Context: an optimization exercise on an open-source flow, tuned for small area, a short achievable clock period and few clock cycles per item. The choices shown serve that exercise and are no tape-out recipe. Function was checked by simulation only, so behaviour that the tests miss may differ from the original. Power and IR drop assume default switching activity.

==> run a: inputs <==
// rake_choose
module rake_choose (
    input  wire         clk,
    input  wire         rst,
    input  wire         start,
    input  wire [2:0]   shape_w1,       
    input  wire [2:0]   shape_h1,       
    input  wire [2:0]   policy,
    input  wire [7:0]   cw_kw,          
    input  wire [7:0]   cw_kt,
    input  wire [7:0]   cw_kd,
    input  wire [7:0]   cw_ks,
    input  wire [9:0]   cw_kh,
    input  wire [7:0]   temp_base,      
    input  wire [7:0]   temp_limit,     
    input  wire [30:0]  bucket_size,    
    input  wire         force_place,
    input  wire         carry,
    input  wire [63:0]  exclude,
    input  wire [7:0]   ent_valid,
    input  wire [47:0]  ent_member,     
    input  wire [31:0]  ent_weight,     
    input  wire [47:0]  ent_router,     
    output reg  [5:0]   mem_addr,
    input  wire [82:0]  mem_data,
    output reg          done,
    output reg  [1:0]   status,         
    output wire [5:0]   anchor,
    output wire [31:0]  cost,
    output wire         hit,
    output reg  [6:0]   eligible
);
Settings: LEC_CHECK=0, CAP_MARGIN=20, CORE_MARGIN=2, CORE_UTILIZATION=40, PLACE_DENSITY=0.6, SLEW_MARGIN=20; clock period 20.0 ns.
run.sh (not shown) runs the stock make flow with config.mk's settings and CLKGATE_MAP_FILE= SYNTH_SCRIPT=/design/flow/synth_recipe.tcl, a recipe that flattens the netlist after the stock synthesis.
==> inputs of run b, as changes to run a <==
--- a/flow/design.v
+++ b/flow/design.v
@@ -103,13 +103,11 @@
     reg         cbusy;
     reg  [1:0]  cc;
     reg  [7:0]  ksl;            
     reg  [3:0]  khs;            
     reg  [20:0] cacc;
-    reg         fval;
-    reg  [5:0]  f_anc;
-    reg         f_hit;
+    reg  [5:0]  w_anc;
     reg         have_best;
     reg  [20:0] best_cost;
     reg  [5:0]  best_anchor;
     reg         best_hit;
     assign anchor = best_anchor;
@@ -141,17 +139,15 @@
                 dstep = {df[30:0], rl[6:0], 1'b1};
             else
                 dstep = {r2[30:0], rl[6:0], 1'b0};
         end
     endfunction
-    wire [38:0] dv1_0 = {n_hi, n_lo};
-    wire [38:0] dv1_1 = dstep(dv1_0, size_s);
-    wire [38:0] dv1_2 = dstep(dv1_1, size_s);
-    wire [38:0] dv2_0 = {dr, dl};
-    wire [38:0] dv2_1 = dstep(dv2_0, size_s);
-    wire [38:0] dv2_2 = dstep(dv2_1, size_s);
-    wire [38:0] dv2_3 = dstep(dv2_2, size_s);
+    wire [38:0] dv_1 = dstep({dr, dl}, size_s);
+    wire [38:0] dv_1m = (sc == 2'd1) ? {n_hi, n_lo} : dv_1;
+    wire [38:0] dv_2 = dstep(dv_1m, size_s);
+    wire [38:0] dv_3 = dstep(dv_2, size_s);
+    wire [38:0] dv_n = (sc == 2'd0) ? {g_val, dl} : dv_3;
     wire [8:0]  wsum     = {1'b0, life_r} + {1'b0, dl};
     wire [8:0]  new_wear = (wfirst || wsum > acc_wear) ? wsum : acc_wear;
     wire [6:0] n_members = ({4'd0, shape_w1} + 7'd1) * ({4'd0, shape_h1} + 7'd1);
     wire [5:0] e0_member = ent_member[sc*12 +: 6];
     wire [3:0] e0_weight = ent_weight[sc*8 +: 4];
@@ -171,16 +167,17 @@
     wire [2:0] e1_cd = (m_col > e1_router[2:0]) ? m_col - e1_router[2:0] : e1_router[2:0] - m_col;
     wire [3:0] e0_hops = {1'b0, e0_rd} + {1'b0, e0_cd};
     wire [3:0] e1_hops = {1'b0, e1_rd} + {1'b0, e1_cd};
     wire [8:0]  dsum  = ha0 * wa0 + ha1 * wa1;
     wire [10:0] dist_n = acc_dist + {2'b00, dsum};
-    wire [20:0] pp_w = (ksl[7] ? {11'd0, c_wear, 1'b0} : 21'd0) + (ksl[6] ? {12'd0, c_wear} : 21'd0);
-    wire [20:0] pp_t = (ksl[5] ? {12'd0, c_temp, 1'b0} : 21'd0) + (ksl[4] ? {13'd0, c_temp} : 21'd0);
-    wire [20:0] pp_d = (ksl[3] ? {9'd0,  c_dist, 1'b0} : 21'd0) + (ksl[2] ? {10'd0, c_dist} : 21'd0);
-    wire [20:0] pp_s = (ksl[1] ? {13'd0, c_loss, 1'b0} : 21'd0) + (ksl[0] ? {14'd0, c_loss} : 21'd0);
-    wire [20:0] pp_h = c_hit ? {17'd0, khs} : 21'd0;
-    wire [20:0] cacc_n = ((cc == 2'd3) ? 21'd0 : {cacc[18:0], 2'b00}) + pp_w + pp_t + pp_d + pp_s - pp_h;
+    wire [10:0] pp_w = {1'b0, ksl[7] ? c_wear : 9'd0, 1'b0} + {2'b00, ksl[6] ? c_wear : 9'd0};
+    wire [9:0]  pp_t = {1'b0, ksl[5] ? c_temp : 8'd0, 1'b0} + {2'b00, ksl[4] ? c_temp : 8'd0};
+    wire [12:0] pp_d = {1'b0, ksl[3] ? c_dist : 11'd0, 1'b0} + {2'b00, ksl[2] ? c_dist : 11'd0};
+    wire [8:0]  pp_s = {1'b0, ksl[1] ? c_loss : 7'd0, 1'b0} + {2'b00, ksl[0] ? c_loss : 7'd0};
+    wire [13:0] pp   = {3'd0, pp_w} + {4'd0, pp_t} + {1'd0, pp_d} + {5'd0, pp_s};
+    wire [20:0] cacc_n = ((cc == 2'd3) ? 21'd0 : {cacc[18:0], 2'b00}) + {7'd0, pp}
+                       - (c_hit ? {17'd0, khs} : 21'd0);
     wire        copy_now = wacc && wlast;
     wire [1:0]  nsl = copy_now ? 2'd3 : cc - 2'd1;
     reg  [7:0]  ksl_n;
     reg  [3:0]  khs_n;
     always @(*) begin
@@ -205,21 +202,21 @@
                     mem_addr = {m_row, m_col};
             end
             default: mem_addr = 6'd63;
         endcase
     end
-    wire p2_idle = !mask_any && !busy && !wacc && !cbusy;
+    wire p2_idle = !mask_any && !busy && !wacc;
     always @(posedge clk) begin
         ksl <= ksl_n;
         khs <= khs_n;
+        {dr, dl} <= dv_n;
         if (rst) begin
             state <= S_IDLE;
             done  <= 1'b0;
             busy  <= 1'b0;
             wacc  <= 1'b0;
             cbusy <= 1'b0;
-            fval  <= 1'b0;
         end else begin
             done <= 1'b0;
             case (state)
                 S_IDLE: begin
                     if (start) begin
@@ -234,19 +231,18 @@
                         best_anchor <= 6'd0;
                         best_hit    <= 1'b0;
                         busy        <= 1'b0;
                         wacc        <= 1'b0;
                         cbusy       <= 1'b0;
-                        fval        <= 1'b0;
                         size_s      <= (bucket_size < PASS_TOKENS) ? PASS_TOKENS[30:0] :
                                        (bucket_size > 31'h4000_0000) ? 31'h4000_0000 : bucket_size;
                         state       <= S_P1;
                     end
                 end
                 S_P1, S_P1E: begin
                     if (state == S_P1) begin
-                        if (d_in_part && !d_retired && (!wmin_seen || d_wear < wmin)) begin
+                        if (d_in_part && !d_retired && (!wmin_seen || wdiff[32])) begin
                             wmin      <= d_wear;
                             wmin_seen <= 1'b1;
                         end
                         c_r   <= c_now;
                         c_vld <= 1'b1;
@@ -315,15 +311,11 @@
                             end
                         end
                     end
                     if (busy) begin
                         case (sc)
-                            2'd0: begin
-                                dr <= g_val;
-                            end
                             2'd1: begin
-                                {dr, dl} <= dv1_2;
                                 life_r <= life;
                                 if (mi == 6'd0) begin
                                     acc_temp  <= tterm;
                                     acc_holds <= {6'd0, d_ws_holds};
                                     acc_hit   <= hitm;
@@ -331,23 +323,18 @@
                                     if (tterm > acc_temp) acc_temp <= tterm;
                                     acc_holds <= acc_holds + {6'd0, d_ws_holds};
                                     acc_hit   <= acc_hit && hitm;
                                 end
                             end
-                            2'd2: begin
-                                {dr, dl} <= dv2_3;
-                            end
-                            default: begin
-                                {dr, dl} <= dv2_3;
-                            end
+                            default: ;
                         endcase
                     end
                     wacc   <= busy && (sc == 2'd3);
                     wfirst <= (mi == 6'd0);
                     wlast  <= lastm;
                     if (busy && sc == 2'd3 && lastm)
-                        c_anc <= ca;
+                        w_anc <= ca;
                     if (wacc) begin
                         acc_wear <= new_wear;
                     end
                     ha0 <= e0_match ? e0_hops : 4'd0;
                     wa0 <= e0_weight;
@@ -355,39 +342,35 @@
                     wa1 <= e1_weight;
                     acc_dist <= copy_now ? 11'd0 : dist_n;
                     if (cbusy) begin
                         cacc <= cacc_n;
                         cc   <= cc - 2'd1;
-                        if (cc == 2'd3) f_anc <= c_anc;
                         if (cc == 2'd0) begin
                             cbusy <= 1'b0;
-                            f_hit <= c_hit;
+                            if (!have_best || ($signed(cacc_n) <= $signed(best_cost))) begin
+                                have_best   <= 1'b1;
+                                best_cost   <= cacc_n;
+                                best_anchor <= c_anc;
+                                best_hit    <= c_hit;
+                            end
+                            if (p2_idle) begin
+                                status <= ST_OK;
+                                done   <= 1'b1;
+                                state  <= S_IDLE;
+                            end
                         end
                     end
-                    fval <= cbusy && (cc == 2'd0);
                     if (copy_now) begin
                         c_wear <= new_wear;
                         c_temp <= acc_temp;
                         c_dist <= dist_n;
                         c_hit  <= acc_hit && !carry;
                         c_loss <= (acc_hit && !carry) ? 7'd0 : acc_holds;
+                        c_anc  <= w_anc;
                         cbusy  <= 1'b1;
                         cc     <= 2'd3;
                     end
-                    if (fval) begin
-                        if (!have_best || ($signed(cacc) <= $signed(best_cost))) begin
-                            have_best   <= 1'b1;
-                            best_cost   <= cacc;
-                            best_anchor <= f_anc;
-                            best_hit    <= f_hit;
-                        end
-                        if (p2_idle) begin
-                            status <= ST_OK;
-                            done   <= 1'b1;
-                            state  <= S_IDLE;
-                        end
-                    end
                 end
                 default: state <= S_IDLE;
             endcase
         end
     end
==> comparison table <==
quantity                                                          run a          run b
Status                                 no timing/DRC/antenna violations  no timing/DRC/antenna violations
Placeable core region                                      103000 sq um    93200 sq um
Mean post-synth cell area                                    9.51 sq um     9.76 sq um
Starting DRT DRC Count                                             3064           2313
Grt met3 use                                                      3.72%          4.75%
Synthesized Nets                                                   5377           4784
Bufs and invs on worst path                                           5              3
Top cell type's share of synthesized area                         29.8%          30.3%
Number of antenna diodes                                              0              7
Final std cells w/o fill                                           6209           5539
Cells after Synth                                                  4373           3846
Origin of the worst setup path                                    dr[0]     size_s[22]
Non-clock inverter count in the final layout                        495            457
Via count of the first global-routing pass                        33800          29800
Count of clock buffers in the final design                           53             58
Final-layout fill cell count                                       9872           8722
Maximum fanout along the worst path                                  20             30
Post-placement setup slack                                      8.34 ns        9.05 ns
Sum of met3 wire segment lengths after detailed routing    8570 microns   7640 microns
Placed wire-length estimate after detailed placement     111000 microns  93700 microns
Routed len/inst                                            21.6 microns   20.6 microns
Total area of multi-input combinational cells               26500 sq um    22900 sq um
EDFF count, synth                                                   413            379
Final Power                                                     4.20 mW        8.67 mW
Net count of the finished layout                                   5791           5174
Testbench counts of run a, summed over its fixed seeds: cycles 79,350, decisions 384.
Testbench counts of run b, summed over its fixed seeds: cycles 78,984, decisions 384.

## what the ideal ports hide
Ports are ideal in the flow. The routed layouts listed here were re-timed in OpenROAD. Step 1, drivers: a clkbuf_16 drives clk and a buf_2 each remaining input, both assumed. Step 2 adds t to the input delays and takes it off the output delays; t is the mean of the earliest and latest rising clock arrival at the registers after step 1. Input paths then give back, and output paths get back, about the clock's delay inside the block. a / b / c = ideal ports / drivers / drivers and shift; a / b = the first two.
run | t (ns) | setup slack, ns | hold slack, ns | worst setup path after step 2 | worst data-port slew with drivers (ns)
run a | 0.699 | 8.148 / 8.148 / 8.148 | 0.416 / 0.416 / 0.416 | register to register | 0.18
run b | 0.693 | 8.682 / 8.682 / 8.682 | 0.416 / 0.416 / 0.416 | register to register | 0.13
After both steps setup and hold are still met in every run listed.
